This is an optimization exercise on Yosys and OpenROAD, whose aim is small area and a short achievable clock period, not a production implementation. Only simulation tests tie the RTL to the original design; equivalence was not proved. The flow treats the clock pin as an ideal source, which a real chip does not have. Power figures rest on the tool's default switching activity, not on a simulated workload.

== build 33 ==
Design sojor_arbiter, start of the top module:
module sojor_arbiter (
    input  wire        clk,
    input  wire        rst,         
    input  wire [6:0]  cfg_nth,     
    input  wire [7:0]  req,         
    input  wire [7:0]  live,        
    input  wire [7:0]  withdraw,    
    input  wire [31:0] flits,       
    input  wire        busy,        
    output reg  [7:0]  gnt,         
    output wire [2:0]  park,
    output wire        park_v,
    output wire [2:0]  hold_in,
    output wire        hold_v,
    output wire [3:0]  ratchet,     
    output wire [6:0]  gcount
);
For scale: about 1,600 cells after synthesis, roughly 140 flip-flops, ~93 I/O pins, roughly 0.011 mm² of cells after synthesis.
Settings: LEC_CHECK=0, ABC_AREA=1, CAP_MARGIN=20, CORE_MARGIN=2, CORE_UTILIZATION=40, CTS_BUF_LIST=sky130_fd_sc_hd__clkbuf_4 sky130_fd_sc_hd__clkbuf_8, SLEW_MARGIN=20; clock period 28.0 ns.
standard.sh (not shown) runs the stock make flow with config.mk's settings and CLKGATE_MAP_FILE= SYNTH_SCRIPT=/design/flow/synth_recipe.tcl, a recipe that flattens the netlist after the stock synthesis.
==> flow/flow/run.sh <==
#!/bin/bash
# Own layout flow: the standard flow, with plain buffers (buf_1) on the
# ports in place of the delay buffers buffer_ports picks by default.
set -euo pipefail
export BUFFER_PORTS_ARGS="-buffer_cell sky130_fd_sc_hd__buf_1"
bash standard.sh > standard.log 2>&1
Relative to build 33, the following input files were edited for build 5:
==> flow/flow/run.sh <==
#!/bin/bash
# Own layout flow: the standard flow with three changes.
# 1. Synthesis is the standard one except for the ABC script that maps the
#    logic (flow/map.abc, an area-oriented mapping); registers are untouched.
# 2. Ports get plain buffers (buf_1) in place of the delay buffers that
#    buffer_ports picks by default.
# 3. After CTS, flow/post_cts.tcl upsizes cells on the slowest paths a little.
# Each tool's output goes to a log file of its own in this folder.
set -euo pipefail
W=$(pwd)
# synthesis script: synth_recipe.tcl with ABC's script replaced
{
  head -n 1 synth_recipe.tcl
  cat <<'EOT'
proc abc {args} {
  set i [lsearch -exact $args -script]
  if {$i >= 0} { set args [lreplace $args $i [expr {$i + 1}]] }
  set i [lsearch -exact $args -D]
  if {$i >= 0} { set args [lreplace $args $i [expr {$i + 1}]] }
  yosys abc -script $::env(FLOW_ABC_SCRIPT) {*}$args
}
EOT
  tail -n +2 synth_recipe.tcl
} > own_synth.tcl
export FLOW_ABC_SCRIPT=$W/flow/map.abc
sed "s|synth_recipe.tcl|own_synth.tcl|g" standard.sh > own_synth.sh
bash own_synth.sh synth > synth.log 2>&1
export BUFFER_PORTS_ARGS="-buffer_cell sky130_fd_sc_hd__buf_1"
export POST_CTS_TCL=$W/flow/post_cts.tcl
bash standard.sh > standard.log 2>&1
==> flow/flow/map.abc (new file) <==
strash; &get -n; &fraig -x; &put; scorr; dc2; dretime; strash; &get -n; &dch -f; &nf; &put
==> flow/flow/post_cts.tcl (new file) <==
# Upsize cells (and swap pins) on the slowest paths, aiming a little above the
# worst slack after CTS, then legalize the placement again.
log_cmd estimate_parasitics -placement
set wns [worst_slack -max]
set margin [expr {$wns + 0.7}]
puts "post_cts: worst slack $wns, sizing to margin $margin"
log_cmd repair_timing -setup -setup_margin $margin -sequence "sizeup,swap" -verbose
set result [catch { detailed_placement } msg]
if { $result != 0 } {
  error "Detailed placement failed after post-CTS sizing: $msg"
}
check_placement -verbose
log_cmd estimate_parasitics -placement
puts "post_cts: worst slack now [worst_slack -max]"
Findings:
Build 5 reached the end of the flow, and the finished layout is clean on the timing, DRC and antenna checks. Looking at build 33 and build 5, the worst hold margin is a wash. The data required time of the worst path on build 33 is in line with that on build 5. Of build 33 and build 5, the higher number of combinational gates with multiple inputs belongs to build 33. When build 5 is measured against build 33, its clock network contribution to total cell area turns out 0.24 points higher. Sequential power of build 33 is on par with build 5. Build 5 vs build 33 on number of clock buffers in the layout: build 5 is the lower one. Re vertical die dimension: build 33 was higher than build 5. Flip-flop and latch share of the layout cell area in build 5 is 2.3 points higher than in build 33. [build 5] initial core utilization fell 0.31 points relative to build 33.
## Diff of input files: build 3 against build 5
- a deleted CTS_BUF_LIST that had been sky130_fd_sc_hd__clkbuf_4 sky130_fd_sc_hd__clkbuf_8
==> flow/flow/run.sh <==
#!/bin/bash
# Own layout flow: the standard flow, with plain buffers (buf_2) on the
# ports in place of the delay buffers buffer_ports picks by default.
set -euo pipefail
export BUFFER_PORTS_ARGS="-buffer_cell sky130_fd_sc_hd__buf_2"
bash standard.sh > standard.log 2>&1
removed: flow/flow/map.abc
removed: flow/flow/post_cts.tcl
## What came out
From build 3 to build 5, count of endpoints failing hold in the final timing report did not move at all.
Between build 5 and build 3, critical-path maximum fanout increased.
Build 3 reports its master of the slowest instance on the critical path as sky130_fd_sc_hd__nor3_1 while build 5 reports sky130_fd_sc_hd__a211o_1.
Build 3 ends up with higher routed wire length than build 5 does.
Main combinational cell family by area after synthesis: compound AO/OA/AOI/OAI gates -> build 5, simple AND/OR/NAND/NOR gates -> build 3
> inputs changed (build 3 -> build 45)
==> flow/run.sh (new file) <==
#!/bin/bash
# synth_recipe.tcl (not shown) runs the flow's synth.tcl, then flattens the netlist and writes it again
# the make line also repeats each setting of config.mk as NAME=value (left out here)
make -C /OpenROAD-flow-scripts/flow DESIGN_CONFIG=/design/flow/config.mk WORK_HOME=/design/flow/orfs CLKGATE_MAP_FILE= SYNTH_SCRIPT=/design/flow/synth_recipe.tcl finish
removed: flow/flow/run.sh
removed: flow/standard.sh
- In terms of count of buffers inserted at the top-level ports, build 3 and build 45 differ only marginally.
- Build 45 | status: complete | timing, DRC, antenna: pass
- Looking at the reports, build 3 completed the entire flow and the layout it produced met the timing, DRC and antenna checks.
- On total leakage power, build 3 loses to build 45.
- Going from build 3 to build 45, number of buffers and inverters on the critical path now sits higher, setup slack now smaller, post-route fraction of the period consumed by the critical path +2.7 points, cell area went up about 4%.


sojor_arbiter, a different RTL version from the one above (not shown whole).
For scale: about 1200 cells after synthesis, about 140 flip-flops, roughly 8800 um2 of cells after synthesis.
Settings: LEC_CHECK=0, CAP_MARGIN=20, CORE_MARGIN=2, CORE_UTILIZATION=40, CTS_BUF_LIST=sky130_fd_sc_hd__clkbuf_4 sky130_fd_sc_hd__clkbuf_8, SLEW_MARGIN=20; clock period 28.0 ns.
==> flow/flow/run.sh <==
#!/bin/bash
# Own layout flow: the standard flow with four changes.
# 1. Synthesis is the standard one except for how the logic is mapped: no
#    half/full adder extraction before ABC, and ABC's script is flow/map.abc
#    (an area-oriented mapping). Registers are untouched.
# 2. Ports get plain buffers (buf_1) in place of the delay buffers that
#    buffer_ports picks by default.
# 3. CTS adds no dummy load cells to the clock tree.
# 4. After CTS, flow/post_cts.tcl upsizes cells on the slowest paths a little.
# Each tool's output goes to a log file of its own in this folder.
set -euo pipefail
W=$(pwd)
# synthesis script: synth_recipe.tcl with ABC's script replaced
{
  head -n 1 synth_recipe.tcl
  cat <<'EOT'
proc abc {args} {
  set i [lsearch -exact $args -script]
  if {$i >= 0} { set args [lreplace $args $i [expr {$i + 1}]] }
  set i [lsearch -exact $args -D]
  if {$i >= 0} { set args [lreplace $args $i [expr {$i + 1}]] }
  yosys abc -script $::env(FLOW_ABC_SCRIPT) {*}$args
}
EOT
  tail -n +2 synth_recipe.tcl
} > own_synth.tcl
export FLOW_ABC_SCRIPT=$W/flow/map.abc
sed -e "s|synth_recipe.tcl|own_synth.tcl|g" -e "s|^make -C |make ADDER_MAP_FILE= -C |" standard.sh > own_synth.sh
bash own_synth.sh synth > synth.log 2>&1
export BUFFER_PORTS_ARGS="-buffer_cell sky130_fd_sc_hd__buf_1"
export POST_CTS_TCL=$W/flow/post_cts.tcl
export CTS_ARGS="-sink_clustering_enable -repair_clock_nets -buf_list {sky130_fd_sc_hd__clkbuf_4 sky130_fd_sc_hd__clkbuf_8} -dont_use_dummy_load"
bash standard.sh > standard.log 2>&1
==> flow/flow/map.abc <==
strash; &get -n; &fraig -x; &put; scorr; dc2; strash; &get -n; &syn3; &dch -f; &nf; &put
==> flow/flow/post_cts.tcl <==
# Upsize cells (and swap pins) on the slowest paths, aiming a little above the
# worst slack after CTS, then legalize the placement again.
log_cmd estimate_parasitics -placement
set wns [worst_slack -max]
set margin [expr {$wns + 0.7}]
puts "post_cts: worst slack $wns, sizing to margin $margin"
log_cmd repair_timing -setup -setup_margin $margin -sequence "sizeup,swap" -verbose
set result [catch { detailed_placement } msg]
if { $result != 0 } {
  error "Detailed placement failed after post-CTS sizing: $msg"
}
check_placement -verbose
log_cmd estimate_parasitics -placement
puts "post_cts: worst slack now [worst_slack -max]"
Edit:
--- a/flow/flow/run.sh
+++ b/flow/flow/run.sh
@@ -1,3 +1,3 @@
 #!/bin/bash
-# Own layout flow: the standard flow with four changes.
+# Own layout flow: the standard flow with three changes.
 # 1. Synthesis is the standard one except for how the logic is mapped: no
@@ -7,4 +7,3 @@
 #    buffer_ports picks by default.
-# 3. CTS adds no dummy load cells to the clock tree.
-# 4. After CTS, flow/post_cts.tcl upsizes cells on the slowest paths a little.
+# 3. After CTS, flow/post_cts.tcl upsizes cells on the slowest paths a little.
 # Each tool's output goes to a log file of its own in this folder.
@@ -31,3 +30,2 @@
 export POST_CTS_TCL=$W/flow/post_cts.tcl
-export CTS_ARGS="-sink_clustering_enable -repair_clock_nets -buf_list {sky130_fd_sc_hd__clkbuf_4 sky130_fd_sc_hd__clkbuf_8} -dont_use_dummy_load"
 bash standard.sh > standard.log 2>&1
==> flow/flow/map.abc (replaced) <==
strash; &get -n; &fraig -x; &put; scorr; dc2; strash; &get -n; &syn2; &dch -f; &nf; &put
--- a/flow/config.mk
+++ b/flow/config.mk
@@ -11,2 +11,3 @@
 export CTS_BUF_LIST = sky130_fd_sc_hd__clkbuf_4 sky130_fd_sc_hd__clkbuf_8
+export PLACE_DENSITY = 0.8
 export SLEW_MARGIN = 20
The new run ran to the end with no violations.
Core utilization increases by 0.33 points.
Power increases by 9.6%.
Cell count decreases by 1.1%.
Setup slack gains 0.021 ns.
Via count increases by 2.0%.
Sequential power stays flat.
Routed wire length decreases by 3.2%.


## build 55
Starting RTL as in the previous note.
==> flow/config.mk <==
export PLATFORM = sky130hd
export DESIGN_NAME = sojor_arbiter
export DESIGN_NICKNAME = sojor_arbiter
export VERILOG_FILES = /design/flow/design.v
export SDC_FILE = /design/flow/constraint.sdc
export NUM_CORES = 4
export LEC_CHECK = 0
export CAP_MARGIN = 20
export CORE_MARGIN = 2
export CORE_UTILIZATION = 40
export CTS_BUF_LIST = sky130_fd_sc_hd__clkbuf_4 sky130_fd_sc_hd__clkbuf_8
export CTS_CLUSTER_SIZE = 24
export SLEW_MARGIN = 20
==> flow/constraint.sdc <==
create_clock -name core_clock -period 28.0 [get_ports {clk}]
set_input_delay 5.6000 -clock core_clock [delete_from_list [all_inputs] [get_ports {clk}]]
set_output_delay 5.6000 -clock core_clock [all_outputs]
set_load 0.01 [all_outputs]
==> flow/flow/run.sh <==
#!/bin/bash
# Own layout flow: the standard flow with three changes.
# 1. Synthesis is the standard one except for the ABC script that maps the
#    logic (flow/map.abc, an area-oriented mapping); registers are untouched.
# 2. Ports get plain buffers (buf_1) in place of the delay buffers that
#    buffer_ports picks by default.
# 3. After CTS, flow/post_cts.tcl upsizes cells on the slowest paths a little.
# Each tool's output goes to a log file of its own in this folder.
set -euo pipefail
W=$(pwd)
# synthesis script: synth_recipe.tcl with ABC's script replaced
{
  head -n 1 synth_recipe.tcl
  cat <<'EOT'
proc abc {args} {
  set i [lsearch -exact $args -script]
  if {$i >= 0} { set args [lreplace $args $i [expr {$i + 1}]] }
  set i [lsearch -exact $args -D]
  if {$i >= 0} { set args [lreplace $args $i [expr {$i + 1}]] }
  yosys abc -script $::env(FLOW_ABC_SCRIPT) {*}$args
}
EOT
  tail -n +2 synth_recipe.tcl
} > own_synth.tcl
export FLOW_ABC_SCRIPT=$W/flow/map.abc
sed "s|synth_recipe.tcl|own_synth.tcl|g" standard.sh > own_synth.sh
bash own_synth.sh synth > synth.log 2>&1
export BUFFER_PORTS_ARGS="-buffer_cell sky130_fd_sc_hd__buf_1"
export POST_CTS_TCL=$W/flow/post_cts.tcl
bash standard.sh > standard.log 2>&1
==> flow/flow/map.abc <==
strash; &get -n; &fraig -x; &put; scorr; dc2; strash; &get -n; &syn2; &dch -f; &nf; &put
Scripts as last shown in full above: flow/flow/post_cts.tcl
The inputs of build 47 differ from those of build 55 as listed below.
Settings: putting GPL_TIMING_DRIVEN at 0 where nothing was set; clearing CTS_CLUSTER_SIZE, which used to be 24.
-- flow/flow/run.sh --
<<< build 55, line 2
# Own layout flow: the standard flow with three changes.
# 1. Synthesis is the standard one except for the ABC script that maps the
#    logic (flow/map.abc, an area-oriented mapping); registers are untouched.
>>> build 47, line 2
# Own layout flow: the standard flow with four changes.
# 1. Synthesis is the standard one except for how the logic is mapped: no
#    half/full adder extraction before ABC, and ABC's script is flow/map.abc
#    (an area-oriented mapping). Registers are untouched.
<<< build 55, line 7
# 3. After CTS, flow/post_cts.tcl upsizes cells on the slowest paths a little.
>>> build 47, line 8
# 3. CTS adds no dummy load cells to the clock tree.
# 4. After CTS, flow/post_cts.tcl upsizes cells on the slowest paths a little.
<<< build 55, line 26
sed "s|synth_recipe.tcl|own_synth.tcl|g" standard.sh > own_synth.sh
>>> build 47, line 28
sed -e "s|synth_recipe.tcl|own_synth.tcl|g" -e "s|^make -C |make ADDER_MAP_FILE= -C |" standard.sh > own_synth.sh
<<< build 55, line 30
>>> build 47, line 32
export CTS_ARGS="-sink_clustering_enable -repair_clock_nets -buf_list {sky130_fd_sc_hd__clkbuf_4 sky130_fd_sc_hd__clkbuf_8} -dont_use_dummy_load"
==> comparison <==
Diff build 55 -> build 47 | die span in x | down by a few percent
Build 47 vs. build 55: final-layout non-clock buffer area share went up by 0.80 points, cell-internal power went down by about 8%.
Build 47 vs. build 55: die area went down by about 5%.
Wire length: build 47 worse than build 55
Fraction of standard cell area that is sequential: build 47 and build 55 compared, lower one is build 55
As of build 47, summed area of non-filler cells in the final layout had fallen by a few percent compared to build 55.
Looking only at proportion of power drawn by combinational gates, and setting everything else aside, the higher value of build 47 and build 55 goes to build 47.
The following lists how build 98 was set up differently from build 47:
Settings: clearing GPL_TIMING_DRIVEN, which used to be 0.
-- flow/flow/run.sh --
<<< build 47, line 2
# Own layout flow: the standard flow with four changes.
>>> build 98, line 2
# Own layout flow: the standard flow with three changes.
<<< build 47, line 8
# 3. CTS adds no dummy load cells to the clock tree.
# 4. After CTS, flow/post_cts.tcl upsizes cells on the slowest paths a little.
>>> build 98, line 8
# 3. After CTS, flow/post_cts.tcl upsizes cells on the slowest paths a little.
<<< build 47, line 32
export CTS_ARGS="-sink_clustering_enable -repair_clock_nets -buf_list {sky130_fd_sc_hd__clkbuf_4 sky130_fd_sc_hd__clkbuf_8} -dont_use_dummy_load"
>>> build 98, line 31
==> run notes <==
- Build 98 — switching power summed over all nets 19% higher, build 47 as reference
- The startpoint of the most critical setup path comes out req[1] in one run and req[7] in the other, namely in build 98 and build 47 respectively.
- Build 98 vs build 47 — post-layout utilization of the core rose 0.65 points.
- Build 98 vs build 47 — slew of the pin with the lowest slew margin dropped 170 ps.
Relative to build 98, the following input files were edited for build 34:
-- flow/flow/run.sh --
<<< build 98, line 2
# Own layout flow: the standard flow with three changes.
>>> build 34, line 2
# Own layout flow: the standard flow with four changes.
<<< build 98, line 8
# 3. After CTS, flow/post_cts.tcl upsizes cells on the slowest paths a little.
>>> build 34, line 8
# 3. CTS adds no dummy load cells to the clock tree.
# 4. After CTS, flow/post_cts.tcl upsizes cells on the slowest paths a little.
<<< build 98, line 31
>>> build 34, line 32
export CTS_ARGS="-sink_clustering_enable -repair_clock_nets -buf_list {sky130_fd_sc_hd__clkbuf_4 sky130_fd_sc_hd__clkbuf_8} -dont_use_dummy_load"
Findings:
Diff build 98 -> build 34 | worst relative slew slack | decrease of 2.6 points. ~same data required time at the worst endpoint in build 98 and build 34. Relative to build 98, routed length on met3 decreased by 3.2% in build 34. Status: post-synthesis share of cell area spent on full adders, half adders and majority gates parity (build 34, build 98). The routed length on met2 of build 34 falls short of that of build 98 by 180 um. Build 34 ends up with a fraction of met1 tracks used by global routing that is 0.28 points higher than in build 98. Final cycle utilization of the critical path of build 98 is on par with build 34. Of the two candidates, build 98 has the better hold slack and build 34 the worse one. Logic depth of the worst setup path including buffers up 1 in build 34 wrt build 98. Final critical-path setup slack for build 34: 13 ps down relative to build 98.

-- afterwards: timing with drivers on the ports --
No port has a modelled driver above. Below, the same layouts with a new extraction and two added sets of constraints. Step 1: set_driving_cell puts a clkbuf_16 on clk and a buf_2 on each other input, an assumption about the parent block. Step 2, shift: input delay + t, output delay - t, t = (earliest + latest rising clock arrival at the registers) / 2. This alone moves slack from input paths to output paths. Slacks: no drivers / after step 1 / after step 2; pairs: no drivers / after step 1.
run	t, ns	setup WS [ns]	worst setup path after step 2	worst register clock-pin slew, ns
build 33	0.508	13.643 / 13.618 / 13.618	input to output	0.10 / 0.10
build 5	0.504	13.144 / 13.125 / 13.125	input to output	0.09 / 0.09
build 3	0.493	13.531 / 13.510 / 13.510	input to output	0.07 / 0.07
build 45	0.487	12.768 / 12.741 / 12.741	input to output	0.08 / 0.08
the first run of note 2	0.484	13.072 / 13.046 / 13.046	input to output	0.08 / 0.08
the second run of note 2	0.508	13.093 / 13.066 / 13.066	input to output	0.09 / 0.09
build 55	0.493	13.296 / 13.272 / 13.272	input to output	0.09 / 0.09
build 47	0.493	12.690 / 12.666 / 12.666	input to output	0.09 / 0.09
build 98	0.512	13.293 / 13.267 / 13.267	input to output	0.09 / 0.09
build 34	0.494	13.279 / 13.252 / 13.252	input to output	0.09 / 0.09
After both steps setup and hold are still met in every run listed.
